Source: an optimization exercise on an open RTL-to-GDS flow (aim: small area, a short achievable clock period and few clock cycles per item). Production flows keep margins and buffers that such runs may drop. RTL that was checked went through simulation tests only; none was proved equivalent to the original. No functional check of the RTL was part of run 6.

<file path="design/flow/design.v">
module sec_sha256 (
    input  wire         clk,
    input  wire         rst,       
    input  wire         start,     
    input  wire         first,     
    input  wire [511:0] block,     
    output wire         ready,
    output wire [255:0] digest     
);
    localparam [255:0] IV = {32'h6a09e667, 32'hbb67ae85, 32'h3c6ef372, 32'ha54ff53a,
                             32'h510e527f, 32'h9b05688c, 32'h1f83d9ab, 32'h5be0cd19};
    localparam [31:0] K0 = 32'h428a2f98;
    reg       busy;
    reg       idle;     
    reg [5:0] cnt;      
    reg       last;     
    reg       fin;      
    reg       nfin;     
    assign ready = ~busy;
    always @(posedge clk) begin
        if (rst) begin
            busy <= 1'b0;
            idle <= 1'b1;
            cnt  <= 6'd0;
            last <= 1'b0;
            fin  <= 1'b0;
            nfin <= 1'b1;
        end else if (busy) begin
            cnt  <= cnt + 6'd1;
            last <= (cnt == 6'd63) & ~last;
            fin  <= ((cnt == 6'd60) | (cnt == 6'd61) | (cnt == 6'd62) | (cnt == 6'd63)) & ~last;
            nfin <= ~(((cnt == 6'd60) | (cnt == 6'd61) | (cnt == 6'd62) | (cnt == 6'd63)) & ~last);
            if (last) begin
                busy <= 1'b0;
                idle <= 1'b1;
            end
        end else begin
            cnt  <= 6'd0;
            last <= 1'b0;
            fin  <= 1'b0;
            nfin <= 1'b1;
            if (start) begin
                busy <= 1'b1;
                idle <= 1'b0;
            end
        end
    end
    wire [63:0] oh = 64'd1 << cnt;
    wire [31:0] k2;
    assign k2[0] = oh[0] | oh[1] | oh[2] | oh[3] | oh[5] | oh[7] | oh[9] | oh[12] | oh[14] | oh[18] | oh[23] | oh[25] | oh[26] | oh[27] | oh[28] | oh[29] | oh[30] | oh[33] | oh[35] | oh[37] | oh[38] | oh[39] | oh[41] | oh[42] | oh[44] | oh[49] | oh[50] | oh[52] | oh[53] | oh[55] | oh[59] | oh[60];
    assign k2[1] = oh[0] | oh[2] | oh[8] | oh[9] | oh[11] | oh[12] | oh[15] | oh[16] | oh[18] | oh[19] | oh[21] | oh[22] | oh[25] | oh[26] | oh[27] | oh[29] | oh[33] | oh[35] | oh[36] | oh[39] | oh[41] | oh[46] | oh[50] | oh[51] | oh[52] | oh[53] | oh[54] | oh[55] | oh[58] | oh[59] | oh[60] | oh[61];
    assign k2[2] = oh[0] | oh[1] | oh[4] | oh[5] | oh[8] | oh[10] | oh[11] | oh[12] | oh[13] | oh[15] | oh[16] | oh[17] | oh[18] | oh[20] | oh[23] | oh[25] | oh[27] | oh[29] | oh[30] | oh[32] | oh[34] | oh[36] | oh[37] | oh[43] | oh[44] | oh[46] | oh[48] | oh[49] | oh[52] | oh[54] | oh[55] | oh[56] | oh[60];
    assign k2[3] = oh[0] | oh[2] | oh[6] | oh[8] | oh[11] | oh[17] | oh[18] | oh[19] | oh[20] | oh[21] | oh[23] | oh[24] | oh[31] | oh[32] | oh[35] | oh[36] | oh[39] | oh[42] | oh[47] | oh[48] | oh[51] | oh[52] | oh[54] | oh[55] | oh[57] | oh[58] | oh[59];
    assign k2[4] = oh[2] | oh[3] | oh[5] | oh[6] | oh[8] | oh[10] | oh[11] | oh[13] | oh[20] | oh[21] | oh[22] | oh[26] | oh[28] | oh[31] | oh[32] | oh[33] | oh[34] | oh[35] | oh[40] | oh[42] | oh[45] | oh[46] | oh[49] | oh[50] | oh[53] | oh[56] | oh[58] | oh[60] | oh[61];
    assign k2[5] = oh[1] | oh[3] | oh[4] | oh[8] | oh[10] | oh[11] | oh[12] | oh[13] | oh[18] | oh[19] | oh[23] | oh[26] | oh[29] | oh[31] | oh[32] | oh[35] | oh[36] | oh[38] | oh[40] | oh[41] | oh[43] | oh[45] | oh[49] | oh[50] | oh[53] | oh[54] | oh[55] | oh[58] | oh[59] | oh[60] | oh[61];
    assign k2[6] = oh[0] | oh[2] | oh[3] | oh[5] | oh[9] | oh[10] | oh[11] | oh[13] | oh[14] | oh[16] | oh[17] | oh[18] | oh[20] | oh[21] | oh[22] | oh[23] | oh[24] | oh[25] | oh[26] | oh[27] | oh[28] | oh[29] | oh[32] | oh[34] | oh[39] | oh[40] | oh[45] | oh[48] | oh[51] | oh[52] | oh[53] | oh[54] | oh[55] | oh[58] | oh[59] | oh[60] | oh[61];
    assign k2[7] = oh[0] | oh[1] | oh[3] | oh[4] | oh[5] | oh[6] | oh[8] | oh[9] | oh[11] | oh[12] | oh[14] | oh[15] | oh[16] | oh[17] | oh[19] | oh[20] | oh[21] | oh[24] | oh[25] | oh[26] | oh[30] | oh[32] | oh[35] | oh[37] | oh[38] | oh[41] | oh[44] | oh[49] | oh[50] | oh[53] | oh[54] | oh[58] | oh[59] | oh[60] | oh[61];
    assign k2[8] = oh[0] | oh[1] | oh[3] | oh[7] | oh[8] | oh[9] | oh[10] | oh[11] | oh[13] | oh[14] | oh[15] | oh[16] | oh[17] | oh[20] | oh[22] | oh[24] | oh[25] | oh[26] | oh[27] | oh[28] | oh[29] | oh[31] | oh[32] | oh[33] | oh[34] | oh[36] | oh[40] | oh[41] | oh[44] | oh[46] | oh[48] | oh[53] | oh[55] | oh[58] | oh[60];
    assign k2[9] = oh[0] | oh[1] | oh[2] | oh[4] | oh[5] | oh[6] | oh[7] | oh[12] | oh[15] | oh[23] | oh[24] | oh[25] | oh[26] | oh[28] | oh[30] | oh[34] | oh[35] | oh[39] | oh[40] | oh[43] | oh[48] | oh[51] | oh[52] | oh[53] | oh[54] | oh[55] | oh[57] | oh[58] | oh[60];
    assign k2[10] = oh[5] | oh[8] | oh[9] | oh[10] | oh[12] | oh[15] | oh[16] | oh[18] | oh[19] | oh[23] | oh[24] | oh[25] | oh[32] | oh[33] | oh[37] | oh[39] | oh[43] | oh[44] | oh[47] | oh[48] | oh[49] | oh[50] | oh[53] | oh[58] | oh[59];
    assign k2[11] = oh[0] | oh[1] | oh[5] | oh[6] | oh[7] | oh[9] | oh[10] | oh[14] | oh[16] | oh[18] | oh[20] | oh[21] | oh[25] | oh[26] | oh[29] | oh[30] | oh[32] | oh[33] | oh[35] | oh[36] | oh[37] | oh[38] | oh[40] | oh[42] | oh[47] | oh[49] | oh[50] | oh[51] | oh[52] | oh[53] | oh[56] | oh[58] | oh[59] | oh[61];
    assign k2[12] = oh[0] | oh[1] | oh[3] | oh[5] | oh[7] | oh[9] | oh[10] | oh[11] | oh[13] | oh[16] | oh[22] | oh[25] | oh[27] | oh[34] | oh[41] | oh[44] | oh[48] | oh[49] | oh[56] | oh[58] | oh[61];
    assign k2[13] = oh[0] | oh[6] | oh[9] | oh[11] | oh[13] | oh[14] | oh[17] | oh[18] | oh[20] | oh[24] | oh[25] | oh[28] | oh[29] | oh[31] | oh[32] | oh[34] | oh[37] | oh[38] | oh[39] | oh[42] | oh[44] | oh[45] | oh[47] | oh[48] | oh[49] | oh[51] | oh[53] | oh[55] | oh[56] | oh[58] | oh[59] | oh[60] | oh[61];
    assign k2[14] = oh[0] | oh[1] | oh[2] | oh[5] | oh[7] | oh[9] | oh[10] | oh[13] | oh[14] | oh[15] | oh[22] | oh[23] | oh[25] | oh[28] | oh[32] | oh[34] | oh[36] | oh[38] | oh[39] | oh[41] | oh[42] | oh[46] | oh[47] | oh[48] | oh[52] | oh[53] | oh[55] | oh[56] | oh[58] | oh[59] | oh[61];
    assign k2[15] = oh[0] | oh[1] | oh[2] | oh[4] | oh[6] | oh[8] | oh[11] | oh[13] | oh[16] | oh[17] | oh[19] | oh[20] | oh[21] | oh[23] | oh[27] | oh[36] | oh[38] | oh[40] | oh[42] | oh[45] | oh[46] | oh[49] | oh[51] | oh[52] | oh[54] | oh[58] | oh[60];
    assign k2[16] = oh[1] | oh[3] | oh[4] | oh[6] | oh[7] | oh[8] | oh[13] | oh[14] | oh[16] | oh[18] | oh[21] | oh[23] | oh[24] | oh[25] | oh[27] | oh[29] | oh[30] | oh[31] | oh[38] | oh[40] | oh[43] | oh[47] | oh[54] | oh[55] | oh[57] | oh[60] | oh[61];
    assign k2[17] = oh[2] | oh[4] | oh[6] | oh[7] | oh[10] | oh[11] | oh[13] | oh[14] | oh[15] | oh[22] | oh[24] | oh[27] | oh[28] | oh[30] | oh[31] | oh[34] | oh[35] | oh[36] | oh[37] | oh[38] | oh[39] | oh[40] | oh[42] | oh[44] | oh[45] | oh[47] | oh[53] | oh[54] | oh[57] | oh[58];
    assign k2[18] = oh[1] | oh[2] | oh[4] | oh[5] | oh[6] | oh[9] | oh[10] | oh[11] | oh[12] | oh[15] | oh[17] | oh[19] | oh[22] | oh[27] | oh[30] | oh[32] | oh[38] | oh[41] | oh[44] | oh[46] | oh[47] | oh[50] | oh[52] | oh[53] | oh[54] | oh[55] | oh[57] | oh[58];
    assign k2[19] = oh[4] | oh[5] | oh[9] | oh[10] | oh[11] | oh[12] | oh[13] | oh[14] | oh[15] | oh[17] | oh[18] | oh[21] | oh[22] | oh[25] | oh[28] | oh[29] | oh[31] | oh[32] | oh[33] | oh[34] | oh[35] | oh[38] | oh[39] | oh[40] | oh[41] | oh[43] | oh[44] | oh[45] | oh[48] | oh[50] | oh[51] | oh[52] | oh[53] | oh[54] | oh[56] | oh[58] | oh[60];
    assign k2[20] = oh[1] | oh[2] | oh[3] | oh[4] | oh[5] | oh[8] | oh[10] | oh[11] | oh[12] | oh[13] | oh[14] | oh[15] | oh[19] | oh[20] | oh[21] | oh[22] | oh[23] | oh[25] | oh[30] | oh[31] | oh[33] | oh[37] | oh[38] | oh[39] | oh[42] | oh[43] | oh[47] | oh[49] | oh[50] | oh[51] | oh[52] | oh[58] | oh[59] | oh[60] | oh[61];
    assign k2[21] = oh[1] | oh[3] | oh[4] | oh[8] | oh[10] | oh[15] | oh[18] | oh[19] | oh[20] | oh[21] | oh[22] | oh[23] | oh[26] | oh[27] | oh[29] | oh[30] | oh[32] | oh[33] | oh[35] | oh[37] | oh[38] | oh[41] | oh[45] | oh[46] | oh[47] | oh[49] | oh[53] | oh[55] | oh[58] | oh[60] | oh[61];
    assign k2[22] = oh[0] | oh[2] | oh[3] | oh[11] | oh[12] | oh[16] | oh[18] | oh[19] | oh[21] | oh[25] | oh[26] | oh[28] | oh[35] | oh[36] | oh[37] | oh[40] | oh[41] | oh[45] | oh[48] | oh[51] | oh[56] | oh[57] | oh[59] | oh[60] | oh[61];
    assign k2[23] = oh[0] | oh[1] | oh[3] | oh[7] | oh[10] | oh[11] | oh[12] | oh[13] | oh[14] | oh[15] | oh[16] | oh[18] | oh[20] | oh[21] | oh[26] | oh[27] | oh[28] | oh[30] | oh[36] | oh[38] | oh[42] | oh[43] | oh[46] | oh[49] | oh[51] | oh[52] | oh[54] | oh[55] | oh[56] | oh[57] | oh[58] | oh[60];
    assign k2[24] = oh[0] | oh[1] | oh[2] | oh[3] | oh[5] | oh[9] | oh[12] | oh[13] | oh[15] | oh[16] | oh[18] | oh[25] | oh[27] | oh[30] | oh[32] | oh[33] | oh[34] | oh[36] | oh[41] | oh[42] | oh[46] | oh[48] | oh[50] | oh[52];
    assign k2[25] = oh[4] | oh[5] | oh[7] | oh[10] | oh[12] | oh[15] | oh[16] | oh[19] | oh[21] | oh[25] | oh[26] | oh[28] | oh[30] | oh[31] | oh[33] | oh[35] | oh[37] | oh[38] | oh[40] | oh[41] | oh[43] | oh[47] | oh[48] | oh[51] | oh[52] | oh[60] | oh[61];
    assign k2[26] = oh[0] | oh[8] | oh[9] | oh[14] | oh[15] | oh[16] | oh[17] | oh[18] | oh[20] | oh[21] | oh[25] | oh[26] | oh[27] | oh[28] | oh[29] | oh[30] | oh[31] | oh[32] | oh[34] | oh[35] | oh[41] | oh[43] | oh[44] | oh[47] | oh[48] | oh[49] | oh[51] | oh[54] | oh[56] | oh[57] | oh[59] | oh[60] | oh[61];
    assign k2[27] = oh[1] | oh[2] | oh[3] | oh[5] | oh[6] | oh[12] | oh[15] | oh[16] | oh[18] | oh[19] | oh[20] | oh[22] | oh[23] | oh[25] | oh[31] | oh[32] | oh[39] | oh[46] | oh[47] | oh[50] | oh[51] | oh[52] | oh[53] | oh[55] | oh[57] | oh[60];
    assign k2[28] = oh[0] | oh[2] | oh[3] | oh[4] | oh[6] | oh[7] | oh[9] | oh[10] | oh[12] | oh[20] | oh[21] | oh[22] | oh[24] | oh[25] | oh[27] | oh[29] | oh[33] | oh[35] | oh[37] | oh[42] | oh[43] | oh[44] | oh[45] | oh[46] | oh[47] | oh[49] | oh[50] | oh[52] | oh[54] | oh[55] | oh[58] | oh[60];
    assign k2[29] = oh[0] | oh[1] | oh[2] | oh[5] | oh[8] | oh[10] | oh[14] | oh[15] | oh[17] | oh[18] | oh[21] | oh[23] | oh[24] | oh[25] | oh[30] | oh[31] | oh[34] | oh[35] | oh[38] | oh[39] | oh[44] | oh[48] | oh[49] | oh[50] | oh[53] | oh[54] | oh[55] | oh[59] | oh[60];
    assign k2[30] = oh[1] | oh[3] | oh[6] | oh[9] | oh[10] | oh[13] | oh[14] | oh[15] | oh[19] | oh[20] | oh[21] | oh[26] | oh[27] | oh[32] | oh[33] | oh[34] | oh[35] | oh[40] | oh[41] | oh[42] | oh[43] | oh[44] | oh[51] | oh[52] | oh[53] | oh[54] | oh[55] | oh[61];
    assign k2[31] = oh[0] | oh[1] | oh[4] | oh[5] | oh[6] | oh[11] | oh[12] | oh[13] | oh[14] | oh[15] | oh[22] | oh[23] | oh[24] | oh[25] | oh[26] | oh[27] | oh[36] | oh[37] | oh[38] | oh[39] | oh[40] | oh[41] | oh[42] | oh[43] | oh[44] | oh[56] | oh[57] | oh[58] | oh[59] | oh[60] | oh[61];
    reg [31:0] kn;
    always @(posedge clk)
        kn <= busy ? k2 : 32'h71374491;
    function [31:0] add32(input [31:0] u, input [31:0] v);
        reg [31:0] g, p, G, P, G2, P2;
        integer i, l, dd;
        begin
            g = u & v; p = u ^ v; G = g; P = p;
            for (l = 0; l < 5; l = l + 1) begin
                dd = 1 << l; G2 = G; P2 = P;
                for (i = 0; i < 32; i = i + 1)
                    if ((i / dd) % 2 == 1) begin
                        G2[i] = G[i] | (P[i] & G[(i/dd)*dd - 1]);
                        P2[i] = P[i] & P[(i/dd)*dd - 1];
                    end
                G = G2; P = P2;
            end
            add32 = p ^ {G[30:0], 1'b0};
        end
    endfunction
    function [63:0] csa(input [31:0] x, input [31:0] y, input [31:0] z);
        csa = {((x & y) | (x & z) | (y & z)) << 1, x ^ y ^ z};
    endfunction
    reg [31:0] R0, R1, R2, R3, R4, R5, R6, R7;    
    reg [31:0] a, b, c, d, e, f, g;
    reg [31:0] W [0:15];    
    reg [31:0] p;           
    wire [31:0] se = add32(R7, e);    
    wire [31:0] s1_e = {e[5:0], e[31:6]} ^ {e[10:0], e[31:11]} ^ {e[24:0], e[31:25]};
    wire [31:0] ch   = (e & f) ^ (~e & g);
    wire [31:0] s0_a = {a[1:0], a[31:2]} ^ {a[12:0], a[31:13]} ^ {a[21:0], a[31:22]};
    wire [31:0] maj  = (a & b) | (a & c) | (b & c);
    wire [63:0] ca1 = csa(p, ch, maj);
    wire [63:0] ca2 = csa(ca1[31:0], ca1[63:32], s0_a);
    wire [63:0] ca3 = csa(ca2[31:0], ca2[63:32], s1_e);
    wire [31:0] a_new = add32(ca3[31:0], ca3[63:32]);
    wire [63:0] ce1 = csa(d, p, ch);
    wire [63:0] ce2 = csa(ce1[31:0], ce1[63:32], s1_e);
    wire [31:0] e_new = add32(ce2[31:0], ce2[63:32]);
    wire [31:0] w1   = W[1];
    wire [31:0] w14  = W[14];
    wire [31:0] ss0  = {w1[6:0], w1[31:7]} ^ {w1[17:0], w1[31:18]} ^ {3'b000, w1[31:3]};
    wire [31:0] ss1  = {w14[16:0], w14[31:17]} ^ {w14[18:0], w14[31:19]} ^ {10'b0, w14[31:10]};
    wire [63:0] cw1  = csa(ss1, ss0, W[9]);
    wire [63:0] cw2  = csa(cw1[31:0], cw1[63:32], W[0]);
    wire [31:0] w_new = add32(({32{nfin}} & cw2[31:0])  | ({32{fin}} & R3),
                              ({32{nfin}} & cw2[63:32]) | ({32{fin}} & a));
    wire [31:0] sa    = w_new;    
    wire [31:0] h_init = first ? IV[31:0] : R7;
    wire [63:0] p_run  = csa(g, kn, W[1]);
    wire [63:0] p_init = csa(h_init, K0, block[511:480]);
    wire [31:0] p_next = add32(({32{busy}} & p_run[31:0])  | ({32{idle}} & p_init[31:0]),
                               ({32{busy}} & p_run[63:32]) | ({32{idle}} & p_init[63:32]));
    wire        ld_iv  = idle & start & first;    
    wire        hold   = ~fin & ~ld_iv;            
    wire        ld_r   = idle & ~first;            
    wire        ld_c   = idle & first;             
    integer i;
    always @(posedge clk) begin
        for (i = 0; i < 15; i = i + 1)
            W[i] <= ({32{busy}} & W[i+1]) | ({32{idle}} & block[511 - 32*i -: 32]);
        W[15] <= ({32{busy}} & w_new) | ({32{idle}} & block[31:0]);
        p <= p_next;
        a <= ({32{busy}} & a_new) | ({32{ld_r}} & R0) | ({32{ld_c}} & IV[255:224]);
        b <= ({32{busy}} & a)     | ({32{ld_r}} & R1) | ({32{ld_c}} & IV[223:192]);
        c <= ({32{busy}} & b)     | ({32{ld_r}} & R2) | ({32{ld_c}} & IV[191:160]);
        d <= ({32{busy}} & c)     | ({32{ld_r}} & R3) | ({32{ld_c}} & IV[159:128]);
        e <= ({32{busy}} & e_new) | ({32{ld_r}} & R4) | ({32{ld_c}} & IV[127:96]);
        f <= ({32{busy}} & e)     | ({32{ld_r}} & R5) | ({32{ld_c}} & IV[95:64]);
        g <= ({32{busy}} & f)     | ({32{ld_r}} & R6) | ({32{ld_c}} & IV[63:32]);
        R0 <= ({32{fin}} & sa) | ({32{hold}} & R0) | ({32{ld_iv}} & IV[255:224]);
        R1 <= ({32{fin}} & R0) | ({32{hold}} & R1) | ({32{ld_iv}} & IV[223:192]);
        R2 <= ({32{fin}} & R1) | ({32{hold}} & R2) | ({32{ld_iv}} & IV[191:160]);
        R3 <= ({32{fin}} & R2) | ({32{hold}} & R3) | ({32{ld_iv}} & IV[159:128]);
        R4 <= ({32{fin}} & se) | ({32{hold}} & R4) | ({32{ld_iv}} & IV[127:96]);
        R5 <= ({32{fin}} & R4) | ({32{hold}} & R5) | ({32{ld_iv}} & IV[95:64]);
        R6 <= ({32{fin}} & R5) | ({32{hold}} & R6) | ({32{ld_iv}} & IV[63:32]);
        R7 <= ({32{fin}} & R6) | ({32{hold}} & R7) | ({32{ld_iv}} & IV[31:0]);
    end
    assign digest = {R0, R1, R2, R3, R4, R5, R6, R7};
endmodule
</file>
<file path="design/flow/flow/run.sh">
#!/bin/bash
# Standard ORFS layout (the standard.sh) with two changes to how it is made:
#  * port buffers use the small sky130_fd_sc_hd__buf_1 instead of the default pick;
#  * timing repair aims for extra setup slack beyond the clock period.
set -euo pipefail
export BUFFER_PORTS_ARGS="-buffer_cell sky130_fd_sc_hd__buf_1"
export SETUP_SLACK_MARGIN=6
bash standard.sh > standard_sh.log 2>&1
</file>
<file path="design/flow/standard.sh">
#!/bin/bash
# synth_recipe.tcl (not shown) runs the flow's synth.tcl, then flattens the netlist and writes it again
# the make line also repeats each setting of config.mk as NAME=value (left out here)
make -C /OpenROAD-flow-scripts/flow DESIGN_CONFIG=/design/flow/config.mk WORK_HOME=/design/flow/orfs CLKGATE_MAP_FILE= SYNTH_SCRIPT=/design/flow/synth_recipe.tcl "${@:-finish}"
</file>
<file path="design/flow/config.mk">
export PLATFORM = sky130hd
export DESIGN_NAME = sec_sha256
export DESIGN_NICKNAME = sec_sha256
export VERILOG_FILES = /design/flow/design.v
export SDC_FILE = /design/flow/constraint.sdc
export NUM_CORES = 4
export LEC_CHECK = 0
export CAP_MARGIN = 20
export CORE_MARGIN = 2
export CORE_UTILIZATION = 40
export CTS_BUF_LIST = sky130_fd_sc_hd__clkbuf_16
export CTS_CLUSTER_DIAMETER = 150
export CTS_CLUSTER_SIZE = 20
export SLEW_MARGIN = 20
</file>
<file path="design/flow/constraint.sdc">
create_clock -name core_clock -period 11.0 [get_ports {clk}]
set_input_delay 2.2000 -clock core_clock [delete_from_list [all_inputs] [get_ports {clk}]]
set_output_delay 2.2000 -clock core_clock [all_outputs]
set_load 0.01 [all_outputs]
</file>
==> summary.txt, run 1 <==
Run status = complete, no violations
Min Clock Period, post-route = 4.97 ns
Tcrit/Tclk final = 45.2%
Slew Limit Headroom = 23.8%
Core area = 0.131 mm2
CTS buffer count = 60
Routed via count = 46,300
Area grow syn2layout = 12.1%
Die Ht = 368 um
Share of the yosys chip area belonging to registers = 40.3%
CP peak stage delay = 0.60 ns
Clk_skew = 0.0593 ns
Initial Util = 40.3%
Worst-path clk slew = 0.10 ns
Least-Margin Pin Slew = 1.13 ns
DR iter-0 viols = 6,022
Slowest stage cell, crit path = dfxtp_1
Die W = 368 um
Final slew viol count = 0
Number of synthesized flops with an enable pin = 0
Root buf cell = clkbuf_16
Path type of the worst min-delay path = flip-flop to flip-flop
Die area = 0.135 mm2
Final WL = 256,000 um
Placer's final routability congestion estimate = 1.03
Post-Syn Instances = 5,526
Fmax = 201 MHz
Post-Syn Area = 0.0530 mm2
Seq cells post-synth = 1,067
Required time of the critical path = 11.68 ns
Yosys warns = 2
Fin Hold WS = 0.444 ns
Most used DFF post-synth = dfxtp_1
Clock sinks = 1,067
Wire per inst = 32.8 um
CTS tree = yes
Setup TNS = 0 ns
Most common cell after layout, fill and taps aside = dfxtp_1
DRC violations left = 0
DR vias/cell = 5.94
I/O Buffers = 772
Critical path class = flip-flop to flip-flop
GRT overflow = 0
Crit start category = flip-flop
Share of layout cells above drive strength 1 = 4.98%
Detailed placement HPWL = 204,000 um
Global Route Usage Sum = 36.3%
Maxcap violations = 0
Synth async-reset ratio = 0%
RSZ-0062 raised after global routing = yes
Crit path max fanout = 4
Final setup vio count = 0
FP Rows = 133
H-tree depth = 2
Synthesized Nets = 6,499
Commonest cells after routing, fill and taps aside = dfxtp_1, buf_1, nand2_1
Synthesized area per cell = 9.59 um2
Drt first pass iters = 6
Skew-Pair Late Insertion Delay = 0.75 ns
Critical Path Sink Type = flip-flop
Detail Route Antenna Nets = 0
First-pass GRT wire length = 347,000 um
Final Hold Violating Endpoints = 0
Initial antenna violation count = 32
CTS max path bufs = 3
Vias in the first global route = 43,000
Distinct cell type count after synthesis = 87
Number of top-level pins = 773
Fill cells = 13,000
Crit path arrival time = 5.65 ns
Layout net count = 6,995
Largest net degree at the start of global routing = 194
Cells along the critical path = xnor2_1, xnor2_1, fa_1, fa_1, a22o_1, ha_1, o21ai_0, o21ai_1, and4_1, o21ai_4, o21ai_0, a31oi_1, xnor2_2, a22o_1
==> sequential cells by signal, indices dropped and copies added (netlist names), 32 cells and up <==
signal,cells
d,32
b,32
R6,32
R4,32
R7,32
kn,32
R5,32
f,32
R0,32
p,32
e,32
R2,32
c,32
R3,32
g,32
a,32
R1,32
W,512
==> worst paths after layout <==
| kind | depth (start not counted) | startpoint | endpoint | slack (ns) |
|---|---|---|---|---|
| hold reg to reg | 1 | W[11][11] | W[10][11] | 0.44 |
| setup / recovery | 14 | W[14][21] | W[15][26] | 6.03 |
| setup reg to reg | 14 | W[14][21] | W[15][26] | 6.03 |
| hold / removal | 1 | W[11][11] | W[10][11] | 0.44 |
==> routing by layer <==
metal / vias to the layer above / track usage [%] / wire length (um)
met5: - / 0 / 121
met4: 20 / 12.7 / 10500
met3: 416 / 6.60 / 23600
met2: 2441 / 55.3 / 112000
met1: 23200 / 51.3 / 109000
li1: 20200 / - / -
==> final cells by class <==
cell class	count	area, um2	share of cell area (%)
Clock inverter	7	130	0.219
Multi-Input combinational cell	3713	29300	49.3
Sequential cell	1067	21400	36.1
Tap cell	1755	2200	3.70
Clock buffer	61	1530	2.57
Timing Repair Buffer	848	3540	5.96
Inverter	332	1250	2.10
Antenna cell	8	20.0	0.0337
==> cells by family (layout without fill, tap and decap cells) <==
family / Yosys count / after routing / share of synthesized area [%]
AOI/OAI and AO/OA: 1646 / 1646 / 22.2
and+or+nand+nor: 1115 / 1115 / 9.00
DFF: 1067 / 1067 / 40.3
buffers and inverters: 746 / 1248 / 5.36
adders and majority gates: 459 / 459 / 14.6
xor gates and xnor gates: 350 / 350 / 5.83
muxes: 143 / 143 / 2.70
other: 0 / 8 / 0
==> worst max-delay path, delay by kind of cell, from the launching register on <==
family | cells | cell delay, ns
compound gates | 7 | 1.57
xor+xnor | 3 | 1.06
fa+ha+maj | 3 | 1.32
flops | 1 | 0.60
simple gates | 1 | 0.34
==> cell usage after synthesis (77+ instances only) <==
master,instances,area share (%)
xor2_1,77,1.3
clkbuf_1,381,2.7
mux2i_1,141,2.7
fa_1,266,10
ha_1,191,4.5
inv_1,330,2.3
xnor2_1,271,4.5
dfxtp_1,1067,40
o21ai_0,458,4.3
a21oi_1,158,1.5
a22o_1,675,11
nand2_1,710,5.0
nor2_1,153,1.1
==> repair_timing <==
item | in CTS | in global routing
pin swaps | 0 | 2
setup endpoints to repair | 58 | 54
gates cloned | 0 | 1
gates resized for setup | 38 | 79
hold buffers | 0 | 0
buffers inserted | 0 | 0
==> metrics by stage <==
step	worst slack, ns	std cells	area [um2]	util (%)
after detailed placement	5.02	7714	57300	43.6
after floorplan	6.00	5526	53200	-
final	6.03	7791	59400	45.2
after CTS	6.00	7782	59100	44.9
after global routing	5.98	7783	59400	45.2
after global placement	5.07	7713	57300	43.6
Testbench counts, summed over its fixed seeds: cycles 25,806, blocks 391.
==> run 2: changes to the inputs <==
--- a/design/flow/flow/run.sh
+++ b/design/flow/flow/run.sh
@@ -6,3 +6,3 @@
 export BUFFER_PORTS_ARGS="-buffer_cell sky130_fd_sc_hd__buf_1"
-export SETUP_SLACK_MARGIN=6
+export SETUP_SLACK_MARGIN=6.8
 bash standard.sh > standard_sh.log 2>&1
==> run 2 against run 1 <==
Net effect: count of clock-buffer cells in the layout is 1 lower; global-route usage is 0.50 points higher; critical path depth is 1 higher; clock skew is 0.017 ns higher; setup slack better by 0.48 ns; critical path type unchanged; critical endpoint is now a[30].
==> summary.txt, run 2 <==
Run status = complete, no violations
Critical Path Most Common Cell = fa_1
Wire per inst = 32.8 um (about the same)
CTS tree = yes
Largest register FFs = 512 (unchanged)
Initial antenna violation count = 25 (-22%)
Slew Limit Headroom = 18.6% (-5.2 points)
Post-Syn Instances = 5,526 (unchanged)
CTS buffer count = 60 (unchanged)
Min Clock Period, post-route = 4.49 ns (-0.480 ns)
Worst-path clk slew = 0.09 ns (about the same)
Met1 Use GR = 51.1% (-0.19 points)
Crit path arrival time = 5.15 ns (-0.50 ns)
DR vias/cell = 5.94 (about the same)
DR iter-0 viols = 6,018 (-0.066%)
Clock sinks = 1,067 (unchanged)
Fill cells = 12,600 (-2.8%)
Place WS = 5.23 ns (+0.212 ns)
Die area = 0.135 mm2 (unchanged)
Routed via count = 47,100 (+1.7%)
Critical Path Sink Type = flip-flop
Fmax = 223 MHz (+11%)
Post-Syn Area = 0.0530 mm2 (unchanged)
Detail Route Antenna Nets = 0 (unchanged)
Number of top-level pins = 773 (unchanged)
GRT overflow = 0 (unchanged)
Number of synthesized flops with an enable pin = 0 (unchanged)
Maxcap violations = 0 (unchanged)
Root buf cell = clkbuf_16
FP Rows = 133 (unchanged)
Final WL = 260,000 um (+1.8%)
Global Route Usage Sum = 36.8% (+0.50 points)
Top cells by area, synth = dfxtp_1, a22o_1, fa_1
Skew-Pair Late Insertion Delay = 0.77 ns (+0.02 ns)
Placer's final routability congestion estimate = 1.02 (-1.7%)
Top-area cell type share of the netlist area = 40.3% (unchanged)
Grt peak-use layer = met2
Area grow syn2layout = 19.5%
RSZ-0062 raised after global routing = yes
Final WS setup = 6.51 ns (+0.480 ns)
R2R depth = 15 (+1)
First-pass GRT wire length = 351,000 um (+1.0%)
Commonest cells post-synth = dfxtp_1, nand2_1, a22o_1
Hold depth = 1 (unchanged)
Cells along the critical path = mux2i_4, fa_1, fa_1, inv_1, fa_1, ha_4, and4_4, and2_4, o31a_1, buf_4, nor2_4, o221ai_4, and3_4, o31a_1, o31ai_1
Distinct cell type count after synthesis = 87 (unchanged)
Critical path class = flip-flop to flip-flop
Tcrit/Tclk final = 40.8% (-4.4 points)
Synth area leader = dfxtp_1
Initial Util = 40.3% (unchanged)
Core area = 0.131 mm2 (unchanged)
Clk_skew = 0.0760 ns (+0.0167 ns)
Synth async-reset ratio = 0% (unchanged)
Met3 Use GR = 7.52% (+0.92 points)
Path type of the worst min-delay path = flip-flop to flip-flop
Largest net degree at the start of global routing = 214 (+10%)
Synthesized area per cell = 9.59 um2 (unchanged)
Required time of the critical path = 11.66 ns (-0.02 ns)
Seq cells post-synth = 1,067 (unchanged)
Detailed placement HPWL = 204,000 um (about the same)
R2r setup slk = 6.51 ns (+0.48 ns)
Die W = 368 um (unchanged)
Final Hold Violating Endpoints = 0 (unchanged)
Layout net count = 7,136 (+2.0%)
Least-Margin Pin Slew = 1.21 ns (+0.0732 ns)
Synthesized Nets = 6,499 (unchanged)
CTS max path bufs = 3 (unchanged)
Largest reg by FF count = W
Share of the yosys chip area belonging to registers = 40.3% (unchanged)
DRC violations left = 0 (unchanged)
Most common cell after layout, fill and taps aside = dfxtp_1
Die Ht = 368 um (unchanged)
Crit start category = flip-flop
Commonest cells after routing, fill and taps aside = dfxtp_1, buf_1, nand2_1
H-tree depth = 2 (unchanged)
Drt first pass iters = 6 (unchanged)
Yosys warns = 2 (unchanged)
Most used DFF post-synth = dfxtp_1
Setup TNS = 0 ns (unchanged)
Share of layout cells above drive strength 1 = 13.0% (+8.0 points)
Final setup vio count = 0 (unchanged)
Global-route track usage on met2 = 55.7% (+0.31 points)
Slowest stage cell, crit path = fa_1
I/O Buffers = 772 (unchanged)
CP peak stage delay = 0.52 ns (-0.08 ns)
Vias in the first global route = 44,200 (+2.7%)
Count leader, synth = dfxtp_1
Final slew viol count = 0 (unchanged)
Crit path max fanout = 5 (+1)
[run 2: cell counts after synthesis]
Identical to the previous run, type by type.
[run 2: repair_timing]
action / 4_1_cts / 5_1_grt
endpoints found under the setup margin: 125 / 95
resized for setup: 492 / 211
pin swaps: 114 / 157
gates cloned: 4 / 0
buffers inserted: 67 / 76
hold buffers: 0 / 0
[run 2: per-stage QoR]
stage,area (um2),cells,hold slack (ns),util [%]
after global routing,63300,7927,0.450,48.2
after CTS,61600,7847,0.443,46.8
after global placement,57400,7706,0.434,43.6
after floorplan,53400,5526,0.419,-
final,63300,7932,0.438,48.2
after detailed placement,57400,7707,0.439,43.6
[run 2: cell families after synthesis]
family                   count (synthesis)  share of synthesized area, %
flip-flops                            1067                          40.3
buffers and inverters                  746                          5.36
AO/OA/AOI/OAI                         1646                          22.2
XOR/XNOR                               350                          5.83
multiplexers                           143                          2.70
adder cells (fa/ha/maj)                459                          14.6
AND/OR/NAND/NOR                       1115                          9.00
[run 2: layer usage]
layer / routed length [um] / up-vias
met5: 101 / -
li1: - / 20500
met1: 109000 / 23600
met3: 24700 / 487
met4: 13200 / 14
met2: 114000 / 2578
[run 2: final cells by class]
class	count	area [um2]	area share, %
antenna	7	17.5	0.0277
timing repair buffer	989	4870	7.69
tap	1755	2200	3.47
inverter	332	1250	1.97
clock inverter	9	176	0.279
sequential	1067	21800	34.4
clock buffer	60	1500	2.37
multi-input combinational	3713	31600	49.8
[run 2: worst paths after layout]
path,startpoint,to
setup / recovery,e[11],a[30]
hold / removal,W[8][28],W[7][28]
setup reg to reg,e[11],a[30]
hold reg to reg,W[8][28],W[7][28]
[run 2: critical path: cells and delay by family (launching register included)]
kind / cells / cell delay [ns]
compound gates: 4 / 1.00
fa+ha+maj: 4 / 1.72
buf+inv: 2 / 0.23
flops: 1 / 0.39
mux: 1 / 0.39
simple gates: 4 / 0.74
==> run 3: changes to the inputs <==
--- a/design/flow/flow/run.sh
+++ b/design/flow/flow/run.sh
@@ -6,3 +6,3 @@
 export BUFFER_PORTS_ARGS="-buffer_cell sky130_fd_sc_hd__buf_1"
-export SETUP_SLACK_MARGIN=6.8
+export SETUP_SLACK_MARGIN=6.65
 bash standard.sh > standard_sh.log 2>&1
==> run 3 against run 2 <==
Net effect: still clean on timing, DRC and antenna; synthesized area unchanged; utilization fell by 1.0 points; global-route usage down 0.28 points; count of clock-buffer cells in the layout increased by 1; flip-flop and latch count stayed put; first-iteration DRC count decreased by 1.1%; setup slack got worse by 0.053 ns; register-to-register slack lost 0.05 ns; worst hold slack lost 0.016 ns; critical endpoint is now a[16]; largest cell class unchanged.
==> summary.txt, run 3 <==
Placer's final routability congestion estimate = 1.05 (+3.3%)
DR iter-0 viols = 5,951 (-1.1%)
Vias in the first global route = 43,200 (-2.2%)
Required time of the critical path = 11.68 ns (+0.02 ns)
Most common cell after layout, fill and taps aside = dfxtp_1
Final WL = 258,000 um (-0.83%)
Detail Route Antenna Nets = 0 (unchanged)
Seq cells post-synth = 1,067 (unchanged)
Fin Hold WS = 0.422 ns (-0.0157 ns)
Global Route Usage Sum = 36.5% (-0.28 points)
Top cells by area, synth = dfxtp_1, a22o_1, fa_1
Placed inst area = 0.0573 mm2 (-0.20%)
Count leader, synth = dfxtp_1
Share of the yosys chip area belonging to registers = 40.3% (unchanged)
Initial antenna violation count = 28 (+12%)
Largest net degree at the start of global routing = 206 (-3.7%)
Largest register FFs = 512 (unchanged)
Synthesized area per cell = 9.59 um2 (unchanged)
CP peak stage delay = 0.57 ns (+0.05 ns)
Final Hold Violating Endpoints = 0 (unchanged)
Clock sinks = 1,067 (unchanged)
Path type of the worst min-delay path = flip-flop to flip-flop
Slew Limit Headroom = 20.0% (+1.4 points)
Post-CTS Hold Fix Bufs = 0 (unchanged)
Layout net count = 7,089 (-0.66%)
GRT overflow = 0 (unchanged)
Most used DFF post-synth = dfxtp_1
Crit path arrival time = 5.22 ns (+0.07 ns)
Routed via count = 46,700 (-0.91%)
Synth area leader = dfxtp_1
Final WS setup = 6.46 ns (-0.0532 ns)
Tcrit/Tclk final = 41.3% (+0.48 points)
Crit start category = flip-flop
Run status = complete, no violations
Die area = 0.135 mm2 (unchanged)
Place WS = 4.87 ns (-0.364 ns)
Commonest cells after routing, fill and taps aside = dfxtp_1, buf_1, nand2_1
Post-Syn Area = 0.0530 mm2 (unchanged)
Worst Hold Launch = last
Distinct cell type count after synthesis = 87 (unchanged)
Commonest cells post-synth = dfxtp_1, nand2_1, a22o_1
Synth async-reset ratio = 0% (unchanged)
Initial Util = 40.3% (unchanged)
Die W = 368 um (unchanged)
Critical Path Sink Type = flip-flop
RR Endpoint = a[16]
Design area = 0.0620 mm2 (-2.1%)
Area grow syn2layout = 16.9%
Critical path class = flip-flop to flip-flop
Slowest stage cell, crit path = fa_2
Number of top-level pins = 773 (unchanged)
DR vias/cell = 5.92 (-0.30%)
Worst-path clk slew = 0.11 ns (+0.02 ns)
Detailed placement HPWL = 202,000 um (-1.1%)
Hold depth = 1 (unchanged)
H-tree depth = 2 (unchanged)
Worst Hold Endpoint = busy
Crit path max fanout = 4 (-1)
FP Rows = 133 (unchanged)
CTS max path bufs = 3 (unchanged)
Wire per inst = 32.8 um (-0.21%)
Drt first pass iters = 6 (unchanged)
RSZ-0062 raised after global routing = yes
Worst R2R Start = e[9]
Critical Path Most Common Cell = fa_1
R2r setup slk = 6.46 ns (-0.05 ns)
CTS tree = yes
Least-Margin Pin Slew = 1.19 ns (-0.0164 ns)
Clk_skew = 0.0467 ns (-0.0293 ns)
Fmax = 220 MHz (-1.2%)
Maxcap violations = 0 (unchanged)
CTS buffer count = 60 (unchanged)
Final setup vio count = 0 (unchanged)
I/O Buffers = 772 (unchanged)
Share of layout cells above drive strength 1 = 10.8% (-2.3 points)
Synthesized Nets = 6,499 (unchanged)
Min Clock Period, post-route = 4.54 ns (+0.0532 ns)
Number of synthesized flops with an enable pin = 0 (unchanged)
Skew-Pair Late Insertion Delay = 0.74 ns (-0.03 ns)
Die Ht = 368 um (unchanged)
Setup TNS = 0 ns (unchanged)
Final slew viol count = 0 (unchanged)
Top-area cell type share of the netlist area = 40.3% (unchanged)
Post-Syn Instances = 5,526 (unchanged)
Core area = 0.131 mm2 (unchanged)
Yosys warns = 2 (unchanged)
First-pass GRT wire length = 349,000 um (-0.58%)
Root buf cell = clkbuf_16
Largest reg by FF count = W
R2R depth = 16 (+1)
DRC violations left = 0 (unchanged)
Cells along the critical path = mux2i_4, fa_1, fa_1, inv_2, fa_1, ha_4, and4_4, and2_4, buf_6, o31ai_4, buf_4, a21oi_4, or2_4, fa_2, nand2_1, nand2_1
run 3: cell type report:
| cell class | instances | area [um2] |
|---|---|---|
| multi-input cells | 3713 | 30700 |
| clock inverters | 8 | 88.8 |
| well taps | 1755 | 2200 |
| flip-flops and latches | 1067 | 21700 |
| clock buffers | 61 | 1530 |
| fillers | 12800 | 69500 |
| diodes | 5 | 12.5 |
| inverters | 332 | 1250 |
| repair buffers | 942 | 4470 |
run 3: layer usage:
layer | up-vias | track usage [%] | wire, um
met5 | - | 0 | 88
met4 | 14 | 13.6 | 11400
met3 | 437 | 6.62 | 24300
met2 | 2513 | 55.5 | 113000
met1 | 23400 | 51.5 | 109000
li1 | 20400 | - | -
run 3: through the flow:
stage / util [%] / std cells
global placement: 43.6 / 7705
floorplan: - / 5526
finish: 47.2 / 7883
CTS: 46.2 / 7831
global route: 47.1 / 7881
detailed placement: 43.6 / 7705
run 3: worst max path at each step:
stage | slack (ns) | from | cells after the start | endpoint
after floorplan | 6.05 | first | 15 | p[29]
after global placement | 4.89 | first | 14 | p[30]
after detailed placement | 4.87 | first | 14 | p[30]
after CTS | 6.51 | e[11] | 14 | a[26]
after global routing | 6.39 | e[9] | 16 | a[16]
final | 6.46 | e[9] | 16 | a[16]
run 3: critical path, delay by kind of cell, from the launching register on:
family                     cells  cell delay (ns)
adders and majority gates      5             2.37
and+or+nand+nor                5             0.72
DFF                            1             0.39
AOI/OAI and AO/OA              2             0.35
buffers and inverters          3             0.34
muxes                          1             0.31
run 3: kinds of logic after synthesis:
family / share of synthesized area (%)
DFF: 40.3
adders and majority gates: 14.6
AOI/OAI and AO/OA: 22.2
xor gates and xnor gates: 5.83
muxes: 2.70
buffers and inverters: 5.36
and+or+nand+nor: 9.00
run 3: what timing repair did:
action / CTS / global route
buffers inserted: 52 / 46
gates cloned: 5 / 1
setup endpoints to repair: 122 / 82
resized for setup: 382 / 177
pin swaps: 78 / 103
==> run 4: changes to the inputs <==
--- a/design/flow/flow/run.sh
+++ b/design/flow/flow/run.sh
@@ -6,3 +6,3 @@
 export BUFFER_PORTS_ARGS="-buffer_cell sky130_fd_sc_hd__buf_1"
-export SETUP_SLACK_MARGIN=6.65
+export SETUP_SLACK_MARGIN=6.5
 bash standard.sh > standard_sh.log 2>&1
==> run 4 against run 3 <==
Net effect: routed wire length decreased by 2.5%; die area unchanged; first-iteration DRC count decreased by 5.7%; clock skew decreased by 0.021 ns; flip-flop and latch count unchanged.
==> summary.txt, run 4 <==
Synth area leader = dfxtp_1
Clk_skew = 0.0258 ns (-0.0209 ns)
Complex-gate fraction of the synthesized area = 22.2% (unchanged)
Most used DFF post-synth = dfxtp_1
Core area = 0.131 mm2 (unchanged)
H-tree depth = 2 (unchanged)
Seq cells post-synth = 1,067 (unchanged)
Least-Margin Pin Slew = 1.23 ns (+0.0372 ns)
Fmax = 221 MHz (+0.62%)
RSZ-0062 raised after global routing = yes
Global Route Usage Sum = 35.5% (-0.99 points)
Commonest cells post-synth = dfxtp_1, nand2_1, a22o_1
Synthesized area per cell = 9.59 um2 (unchanged)
FP Rows = 133 (unchanged)
Placed inst area = 0.0572 mm2 (about the same)
GRT overflow = 0 (unchanged)
Number of top-level pins = 773 (unchanged)
Placer's final routability congestion estimate = 1.03 (-1.5%)
Layout net count = 7,073 (-0.23%)
Count leader, synth = dfxtp_1
Min Clock Period, post-route = 4.52 ns (-0.0280 ns)
Skew-Pair Late Insertion Delay = 0.74 ns (about the same)
Most common cell after layout, fill and taps aside = dfxtp_1
Clock sinks = 1,067 (unchanged)
Top-area cell type share of the netlist area = 40.3% (unchanged)
Post-Syn Area = 0.0530 mm2 (unchanged)
Detailed placement HPWL = 196,000 um (-2.9%)
Synthesized Nets = 6,499 (unchanged)
Share of layout cells above drive strength 1 = 9.91% (-0.86 points)
Fill cells = 12,800 (-0.078%)
Area grow syn2layout = 16.5%
Final slew viol count = 0 (unchanged)
Final Hold Violating Endpoints = 0 (unchanged)
Initial Util = 40.3% (unchanged)
Crit path arrival time = 5.18 ns (-0.04 ns)
Slew Limit Headroom = 16.0% (-4.0 points)
Number of synthesized flops with an enable pin = 0 (unchanged)
Yosys warns = 2 (unchanged)
Crit start category = flip-flop
Share of the yosys chip area belonging to registers = 40.3% (unchanged)
Largest register FFs = 512 (unchanged)
Final WL = 252,000 um (-2.5%)
Synth Area in XOR/XNOR = 5.83% (unchanged)
Main combinational cell family by area after synthesis = compound AO/OA/AOI/OAI gates
Wire per inst = 32.0 um (-2.4%)
Largest reg by FF count = W
Detail Route Antenna Nets = 0 (unchanged)
Largest net degree at the start of global routing = 205 (-0.49%)
Critical Path Sink Type = flip-flop
Die area = 0.135 mm2 (unchanged)
Worst-path clk slew = 0.10 ns (about the same)
Routed via count = 46,300 (-0.90%)
Distinct cell type count after synthesis = 87 (unchanged)
Crit path max fanout = 4 (unchanged)
DR vias/cell = 5.87 (-0.81%)
CTS max path bufs = 3 (unchanged)
Maxcap violations = 0 (unchanged)
Path type of the worst min-delay path = flip-flop to flip-flop
Root buf cell = clkbuf_16
Critical path class = flip-flop to flip-flop
Drt first pass iters = 5 (-1)
Vias in the first global route = 43,200 (-0.16%)
Final setup vio count = 0 (unchanged)
Tcrit/Tclk final = 41.1% (-0.25 points)
Die Ht = 368 um (unchanged)
Post-synthesis mux area share = 2.70% (unchanged)
Die W = 368 um (unchanged)
First-pass GRT wire length = 340,000 um (-2.5%)
Final core utilization = 47.0% (-0.19 points)
Commonest cells after routing, fill and taps aside = dfxtp_1, buf_1, nand2_1
DR iter-0 viols = 5,612 (-5.7%)
Simple-gate portion of the synthesized area = 9.00% (unchanged)
Run status = complete, no violations
CTS tree = yes
Synth async-reset ratio = 0% (unchanged)
DRC violations left = 0 (unchanged)
Required time of the critical path = 11.67 ns (about the same)
Post-Syn Instances = 5,526 (unchanged)
Initial antenna violation count = 35 (+25%)
Top cells by area, synth = dfxtp_1, a22o_1, fa_1
Adder-cell share of the synthesized area = 14.6% (unchanged)
Design area = 0.0617 mm2 (-0.40%)
Setup TNS = 0 ns (unchanged)
I/O Buffers = 772 (unchanged)
CTS buffer count = 61 (+1.7%)
[run 4: logic make-up (layout without fill, tap and decap cells)]
group | after synthesis | count (layout)
AOI/OAI and AO/OA | 1646 | 1646
and+or+nand+nor | 1115 | 1116
DFF | 1067 | 1067
buffers and inverters | 746 | 1326
adders and majority gates | 459 | 459
xor gates and xnor gates | 350 | 350
muxes | 143 | 143
other | 0 | 14
[run 4: final cells by class]
type	count	area, um2	share of cell area [%]
repair buffers	924	4310	6.97
clock buffers	62	1550	2.51
well taps	1755	2200	3.56
inverters	332	1250	2.02
multi-input cells	3714	30600	49.6
flip-flops and latches	1067	21700	35.1
diodes	14	35.0	0.0567
clock inverters	8	129	0.209
[run 4: repair_timing]
item	4_1_cts	5_1_grt
endpoints found under the setup margin	110	72
setup buffers	28	54
pin swaps	50	88
cloned	5	1
gates resized for setup	320	169
hold buffers	0	0
[run 4: per-layer routing]
layer	global-route usage (%)	vias up	routed length, um
li1	-	20300	-
met1	48.7	23200	106000
met2	53.7	2299	110000
met3	9.17	452	24700
met4	12.8	28	10800
met5	0	-	200
[run 4: critical path, stage by stage, from the launching register on]
cell	delay, ns
dfxtp_4	0.39
buf_4	0.15
xnor2_2	0.14
xnor2_2	0.33
fa_1	0.51
fa_1	0.42
a22o_1	0.23
ha_1	0.36
o21ai_2	0.10
o21ai_2	0.19
and4_4	0.28
o21ai_4	0.11
buf_6	0.15
o21ai_4	0.20
a21oi_1	0.13
xnor2_2	0.52
a22o_1	0.22
[run 4: worst paths after layout]
kind | from | to | slack, ns | cells past startpoint
worst max register to register | W[14][19] | W[15][20] | 6.48 | 16
worst min-delay path | W[5][2] | W[4][2] | 0.44 | 1
worst min register to register | W[5][2] | W[4][2] | 0.44 | 1
worst max-delay path | W[14][19] | W[15][20] | 6.48 | 16
[run 4: through the flow]
stage	setup WS (ns)	hold slack, ns	cells
3_5_place_dp	4.96	0.439	7704
3_3_place_gp	5.04	0.432	7704
6_report	6.48	0.441	7876
5_1_grt	6.38	0.457	7867
2_1_floorplan	6.05	0.419	5526
4_1_cts	6.46	0.445	7807
==> run 5: changes to the inputs <==
--- a/design/flow/config.mk
+++ b/design/flow/config.mk
@@ -9,3 +9,3 @@
 export CORE_MARGIN = 2
-export CORE_UTILIZATION = 40
+export CORE_UTILIZATION = 45
 export CTS_BUF_LIST = sky130_fd_sc_hd__clkbuf_16
==> run 5 against run 4 <==
Net effect: count of clock-buffer cells in the layout down 2; clock skew increased by 0.015 ns; critical path depth unchanged; register-to-register slack lost 0.05 ns; synthesized area did not move; setup slack got worse by 0.052 ns; maximum frequency down 1.1%; global-route usage rose by 4.4 points; final cell count is 3.4% lower; critical path type unchanged; non-clock buffer count decreased by 25; worst hold slack worse by 0.0016 ns.
==> summary.txt, run 5 <==
I/O Buffers = 772 (unchanged)
Global Route Usage Sum = 39.9% (+4.4 points)
Post-Syn Area = 0.0530 mm2 (unchanged)
Maxcap violations = 0 (unchanged)
Worst path bufs/invs = 3 (+1)
CP peak stage delay = 0.57 ns (+0.05 ns)
Skew-Pair Late Insertion Delay = 0.75 ns (about the same)
Commonest cells after routing, fill and taps aside = dfxtp_1, buf_1, nand2_1
Number of top-level pins = 773 (unchanged)
Seq cells post-synth = 1,067 (unchanged)
Synth area leader = dfxtp_1
Least-Margin Pin Slew = 1.22 ns (-0.00982 ns)
Die Ht = 347 um (-5.7%)
Most used DFF post-synth = dfxtp_1
Final slew viol count = 0 (unchanged)
Min Clock Period, post-route = 4.57 ns (+0.0518 ns)
RSZ-0062 raised after global routing = yes
Fmax = 219 MHz (-1.1%)
Largest net degree at the start of global routing = 223 (+8.8%)
Share of the yosys chip area belonging to registers = 40.3% (unchanged)
Crit start category = flip-flop
Most common cell after layout, fill and taps aside = dfxtp_1
Vias in the first global route = 43,200 (+0.12%)
Distinct cell type count after synthesis = 87 (unchanged)
Worst R2R Start = e[10]
Root buf cell = clkbuf_16
First-pass GRT wire length = 340,000 um (about the same)
Crit path max fanout = 5 (+1)
Run status = complete, no violations
Die area = 0.121 mm2 (-11%)
Clk_skew = 0.0408 ns (+0.0150 ns)
CTS max path bufs = 3 (unchanged)
Final WL = 252,000 um (about the same)
Synthesized area per cell = 9.59 um2 (unchanged)
Yosys warns = 2 (unchanged)
Crit path launch = e[10]
Die W = 347 um (-5.7%)
Slew Limit Headroom = 16.6% (+0.67 points)
Wire per inst = 33.1 um (+3.4%)
Area grow syn2layout = 14.9%
DR iter-0 viols = 5,603 (-0.16%)
Count leader, synth = dfxtp_1
Synth async-reset ratio = 0% (unchanged)
Critical Path Most Common Cell = fa_1
Number of synthesized flops with an enable pin = 0 (unchanged)
Cells along the critical path = mux2i_4, fa_1, fa_1, inv_2, fa_1, ha_4, and4_4, and2_4, o31a_1, nor2_4, o221ai_4, buf_12, buf_6, and3_4, o31a_1, o31ai_2
Clock sinks = 1,067 (unchanged)
Layout net count = 7,046 (-0.38%)
DR vias/cell = 6.12 (+4.1%)
Crit path arrival time = 5.22 ns (+0.04 ns)
Largest register FFs = 512 (unchanged)
CTS buffer count = 60 (-1.6%)
Top delay family on crit path = adder cells
Setup TNS = 0 ns (unchanged)
H-tree depth = 2 (unchanged)
Top-area cell type share of the netlist area = 40.3% (unchanged)
Tcrit/Tclk final = 41.5% (+0.47 points)
DRC violations left = 0 (unchanged)
Detailed placement HPWL = 198,000 um (+0.83%)
Detail Route Antenna Nets = 0 (unchanged)
Placer's final routability congestion estimate = 1.06 (+2.8%)
Path type of the worst min-delay path = flip-flop to flip-flop
Largest reg by FF count = W
Critical Path Sink Type = flip-flop
Required time of the critical path = 11.65 ns (-0.02 ns)
Post-CTS Hold Fix Bufs = 0 (unchanged)
CTS tree = yes
Synthesized Nets = 6,499 (unchanged)
Initial Util = 45.5% (+5.2 points)
FP Rows = 125 (-6.0%)
Top cells by area, synth = dfxtp_1, a22o_1, fa_1
Commonest cells post-synth = dfxtp_1, nand2_1, a22o_1
Core area = 0.117 mm2 (-11%)
Worst Hold Launch = W[8][11]
Share of layout cells above drive strength 1 = 9.67% (-0.23 points)
Critical path class = flip-flop to flip-flop
Drt first pass iters = 6 (+1)
Post-Syn Instances = 5,526 (unchanged)
Slowest stage cell, crit path = fa_1
Final Hold Violating Endpoints = 0 (unchanged)
Routed via count = 46,600 (+0.62%)
GRT overflow = 0 (unchanged)
Worst-path clk slew = 0.09 ns (about the same)
Final setup vio count = 0 (unchanged)
Initial antenna violation count = 17 (-51%)
## run 5: path summary, 6_finish.rpt
| path | to | slack [ns] | cells after the start |
|---|---|---|---|
| min | W[7][11] | 0.44 | 1 |
| max | a[30] | 6.43 | 16 |
| min reg2reg | W[7][11] | 0.44 | 1 |
| max reg2reg | a[30] | 6.43 | 16 |
## run 5: per-stage QoR
step	setup slack (ns)	cell area (um2)	instances	util (%)	hold slack (ns)
after floorplan	6.05	53200	5526	-	0.419
after global placement	5.20	56900	7474	48.9	0.433
after detailed placement	5.15	56900	7474	48.9	0.438
after CTS	6.42	59900	7571	51.4	0.432
after global routing	6.34	60900	7605	52.3	0.452
final	6.43	60900	7610	52.3	0.439
## run 5: cell type report
cell class / instances / area, um2
fillers: 10900 / 55600
multi-input cells: 3713 / 30400
flip-flops and latches: 1067 / 21700
repair buffers: 899 / 3990
well taps: 1524 / 1910
clock buffers: 60 / 1500
inverters: 332 / 1250
clock inverters: 8 / 123
diodes: 7 / 17.5
## run 5: cells by family (layout without fill, tap and decap cells)
logic type | count (synthesis) | in the layout | share of synthesized area (%)
and+or+nand+nor | 1115 | 1115 | 9.00
muxes | 143 | 143 | 2.70
other | 0 | 7 | 0
buffers and inverters | 746 | 1299 | 5.36
xor gates and xnor gates | 350 | 350 | 5.83
DFF | 1067 | 1067 | 40.3
adders and majority gates | 459 | 459 | 14.6
AOI/OAI and AO/OA | 1646 | 1646 | 22.2
## run 5: repair_timing
action | CTS | global route
cloned | 0 | 2
pin swaps | 41 | 70
endpoints found under the setup margin | 158 | 86
setup buffers | 29 | 30
gates resized for setup | 316 | 169
## run 5: worst reg2reg max path, stage by stage (launching register included)
cell	delay [ns]
dfxtp_4	0.38
mux2i_4	0.30
fa_1	0.50
fa_1	0.57
inv_2	0.04
fa_1	0.55
ha_4	0.23
and4_4	0.16
and2_4	0.17
o31a_1	0.34
nor2_4	0.20
o221ai_4	0.12
buf_12	0.16
buf_6	0.12
and3_4	0.17
o31a_1	0.25
o31ai_2	0.23
## run 5: layer usage
layer  share of wire (%)  wire length [um]  track usage (%)  up-vias
met5               0.073               183            0.760        -
met4                 4.6             11500             15.5       10
met3                  11             26900             10.1      446
met2                  43            108000             59.3     2567
met1                  42            105000             55.4    23200
li1                    -                 -                -    20300
==> run 6: changes to the inputs <==
--- a/design/flow/design.v
+++ b/design/flow/design.v
@@ -17,3 +17,2 @@
     reg       fin;      
-    reg       nfin;     
     assign ready = ~busy;
@@ -26,3 +25,2 @@
             fin  <= 1'b0;
-            nfin <= 1'b1;
         end else if (busy) begin
@@ -31,3 +29,2 @@
             fin  <= ((cnt == 6'd60) | (cnt == 6'd61) | (cnt == 6'd62) | (cnt == 6'd63)) & ~last;
-            nfin <= ~(((cnt == 6'd60) | (cnt == 6'd61) | (cnt == 6'd62) | (cnt == 6'd63)) & ~last);
             if (last) begin
@@ -40,3 +37,2 @@
             fin  <= 1'b0;
-            nfin <= 1'b1;
             if (start) begin
@@ -108,2 +104,3 @@
     reg [31:0] p;           
+    wire [31:0] sa = add32(R3, a);    
     wire [31:0] se = add32(R7, e);    
@@ -126,5 +123,3 @@
     wire [63:0] cw2  = csa(cw1[31:0], cw1[63:32], W[0]);
-    wire [31:0] w_new = add32(({32{nfin}} & cw2[31:0])  | ({32{fin}} & R3),
-                              ({32{nfin}} & cw2[63:32]) | ({32{fin}} & a));
-    wire [31:0] sa    = w_new;    
+    wire [31:0] w_new = add32(cw2[31:0], cw2[63:32]);
     wire [31:0] h_init = first ? IV[31:0] : R7;
--- a/design/flow/config.mk
+++ b/design/flow/config.mk
@@ -9,3 +9,3 @@
 export CORE_MARGIN = 2
-export CORE_UTILIZATION = 45
+export CORE_UTILIZATION = 40
 export CTS_BUF_LIST = sky130_fd_sc_hd__clkbuf_16
==> run 6 against run 5 <==
Net effect: global-route usage is 7.3 points lower; setup slack worse by 0.081 ns; synthesized cell count about the same; largest cell class unchanged; utilization shrank 6.0 points; first-iteration DRC count decreased by 23%; final cell count grew 3.7%; flip-flop and latch count shrank 1; still clean; synthesized area is essentially flat; count of clock-buffer cells in the layout is the same; via count is 4.3% lower; highest routed layer is now met4.
==> summary.txt, run 6 <==
Placer's final routability congestion estimate = 1.04 (-2.0%)
Final Hold Violating Endpoints = 0 (unchanged)
Clk_skew = 0.0494 ns (+0.00862 ns)
Wire per inst = 29.1 um (-12%)
Most common cell after layout, fill and taps aside = dfxtp_1
DRC violations left = 0 (unchanged)
Largest net degree at the start of global routing = 214 (-4.0%)
CTS tree = yes
Distinct cell type count after synthesis = 77 (-11%)
Die Ht = 368 um (+6.0%)
Final WL = 229,000 um (-8.8%)
First-pass GRT wire length = 319,000 um (-6.3%)
Number of top-level pins = 773 (unchanged)
RSZ-0062 raised after global routing = yes
Worst R2R Start = b[26]
R2r setup slk = 6.55 ns (+0.12 ns)
Critical Path Sink Type = flip-flop
Setup TNS = 0 ns (unchanged)
Initial Util = 40.3% (-5.2 points)
Final slew viol count = 0 (unchanged)
R2R depth = 12 (-4)
Post-CTS Hold Fix Bufs = 0 (unchanged)
RR Endpoint = a[31]
Top cells by area, synth = dfxtp_1, fa_1, a22o_1
Worst-path clk slew = 0.09 ns (about the same)
Seq cells post-synth = 1,066 (-0.094%)
Post-Syn Instances = 5,525 (-0.018%)
I/O Buffers = 772 (unchanged)
Commonest cells after routing, fill and taps aside = dfxtp_1, buf_1, nand2_1
Cells along the critical path = clkbuf_16, buf_16, nand2b_4, ha_4, o21ai_2, ha_1, a21o_1, a21o_1, a221oi_4, buf_6, a2111oi_4, o21a_4, a2111oi_4, o31ai_2, a21oi_2, xnor2_1
Layout net count = 7,130 (+1.2%)
Die area = 0.135 mm2 (+12%)
Synth area leader = dfxtp_1
Synth async-reset ratio = 0% (unchanged)
DR iter-0 viols = 4,335 (-23%)
Synthesized Nets = 6,532 (+0.51%)
Required time of the critical path = 11.59 ns (-0.06 ns)
CTS max path bufs = 3 (unchanged)
Hold depth = 2 (+1)
Commonest cells post-synth = dfxtp_1, nand2_1, a22o_1
Critical path class = input port to flip-flop
Clock sinks = 1,066 (-0.094%)
Maxcap violations = 0 (unchanged)
Initial antenna violation count = 9 (-8)
Crit start category = input port
H-tree depth = 2 (unchanged)
Largest register FFs = 512 (unchanged)
Drt first pass iters = 8 (+2)
Final core utilization = 46.3% (-6.0 points)
Final setup vio count = 0 (unchanged)
Crit path max fanout = 6 (+1)
DR vias/cell = 5.64 (-7.8%)
Fin Hold WS = 0.448 ns (+0.00867 ns)
GRT overflow = 0 (unchanged)
Crit path arrival time = 5.23 ns (about the same)
Min Clock Period, post-route = 4.65 ns (+0.0810 ns)
Top-area cell type share of the netlist area = 40.3% (about the same)
Synthesized area per cell = 9.59 um2 (about the same)
Slowest stage cell, crit path = a2111oi_4
Post-Syn Area = 0.0530 mm2 (about the same)
Routed via count = 44,500 (-4.3%)
Most used DFF post-synth = dfxtp_1
Yosys warns = 2 (unchanged)
Least-Margin Pin Slew = 1.10 ns (-0.116 ns)
Detailed placement HPWL = 177,000 um (-11%)
Count leader, synth = dfxtp_1
Number of synthesized flops with an enable pin = 0 (unchanged)
FP Rows = 133 (+6.4%)
Root buf cell = clkbuf_16
Top delay family on crit path = compound AO/OA/AOI/OAI gates
Path type of the worst min-delay path = flip-flop to flip-flop
CP peak stage delay = 0.39 ns (-0.18 ns)
Skew-Pair Late Insertion Delay = 0.73 ns (-0.02 ns)
Vias in the first global route = 43,200 (+0.088%)
Share of the yosys chip area belonging to registers = 40.3% (about the same)
Share of layout cells above drive strength 1 = 7.49% (-2.2 points)
Worst path bufs/invs = 3 (unchanged)
Global Route Usage Sum = 32.6% (-7.3 points)
CTS buffer count = 59 (-1.7%)
Run status = complete, no violations
Detail Route Antenna Nets = 0 (unchanged)
Worst Hold Launch = f[27]
Placed inst area = 0.0574 mm2 (+0.78%)
Area grow syn2layout = 14.8%
Die W = 368 um (+6.0%)
Slew Limit Headroom = 25.7% (+9.1 points)
Core area = 0.131 mm2 (+13%)
Fill cells = 12,800 (+17%)
Worst Hold Endpoint = g[27]
Largest reg by FF count = W
Tcrit/Tclk final = 42.3% (+0.74 points)
Design area = 0.0608 mm2 (-0.17%)
Fmax = 215 MHz (-1.7%)
-- run 6: changes by cell type after synthesis, moves of 9 or more --
cell	before	now
ha_1	191	221
o21ai_1	16	31
buf_1	21	47
xor2_1	77	95
a21o_1	76	100
o21a_1	20	10
xnor2_1	271	308
o21ai_0	458	487
a22o_1	675	597
clkbuf_1	381	340
or3_1	21	12
o31ai_1	29	11
-- run 6: final cells by class --
type                       count  area (um2)  area share (%)
antenna                        9        22.5          0.0370
clock buffer                  60        1500            2.47
clock inverter                 8        80.1           0.132
inverter                     339        1270            2.09
multi-input combinational   3729       29900            49.1
sequential                  1066       21500            35.4
tap                         1755        2200            3.61
timing repair buffer         928        4360            7.17
-- run 6: cells by family after synthesis --
logic type                 synth area share [%]
DFF                                        40.3
xor gates and xnor gates                   6.66
and+or+nand+nor                            8.84
buffers and inverters                      5.18
adders and majority gates                  15.5
AOI/OAI and AO/OA                          20.8
muxes                                      2.74
-- run 6: worst min-delay path, stage by stage, from the launching register on --
cell and delay [ns]:
dfxtp_1 0.32, nand2_1 0.06, nand2_1 0.04
-- run 6: worst max-delay path by stage --
stage               start  cells past startpoint  endpoint
floorplan           first                     16     p[31]
global placement    first                     15     p[31]
detailed placement  first                     15     p[31]
CTS                 first                     15     p[31]
global route        first                     15     p[31]
finish              first                     16     p[31]
-- run 6: metrics by stage --
stage / std cells / worst slack (ns)
CTS: 7831 / 6.32
floorplan: 5525 / 5.79
global route: 7890 / 6.26
finish: 7894 / 6.35
detailed placement: 7736 / 4.82
global placement: 7736 / 4.82
-- run 6: per-layer routing --
metal | share of wire, % | track usage (%) | wire length (um) | vias to the layer above
met5 | 0 | 0 | 0 | -
met4 | 7.1 | 18.7 | 16200 | 0
met3 | 6.6 | 4.62 | 15200 | 465
met2 | 47 | 54.5 | 108000 | 1893
met1 | 39 | 40.0 | 89700 | 22000
li1 | - | - | - | 20200
-- run 6: repair_timing --
action                                  CTS  global route
setup buffers                            23            52
endpoints found under the setup margin   97           162
pin swaps                                31            74
resized for setup                       167           122
cloned                                    4             2

==> re-timing with driven ports <==
In the flow no input, the clock included, has a driving cell. The finished layouts below were timed again as built, in two steps. Step 1: set_driving_cell puts a clkbuf_16 on clk and a buf_2 on each other input, an assumption about the parent block. Step 2 adds t to the input delays and takes it off the output delays; t is the mean of the earliest and latest rising clock arrival at the registers after step 1. Input paths then give back, and output paths get back, about the clock's delay inside the block. a / b / c = ideal / step 1 / step 2; a / b = the first two.
run | t (ns) | slack for setup (ns) | slew at the worst register clock pin (ns) | pins driven straight from the clock port
run 1 | 0.808 | 6.030 / 6.030 / 5.422 | 0.11 / 0.11 | 1
run 2 | 0.810 | 6.509 / 6.509 / 5.749 | 0.11 / 0.11 | 1
run 3 | 0.804 | 6.456 / 6.456 / 5.753 | 0.11 / 0.11 | 1
run 4 | 0.803 | 6.484 / 6.389 / 5.586 | 0.10 / 0.10 | 1
run 5 | 0.814 | 6.433 / 6.381 / 5.567 | 0.11 / 0.11 | 1
run 6 | 0.786 | 6.352 / 6.342 / 5.555 | 0.10 / 0.10 | 1
After both steps every run listed still meets setup and hold. For run 4, which loses most, drivers alone change the setup slack by -0.095 ns; drivers and shift together by -0.898 ns.
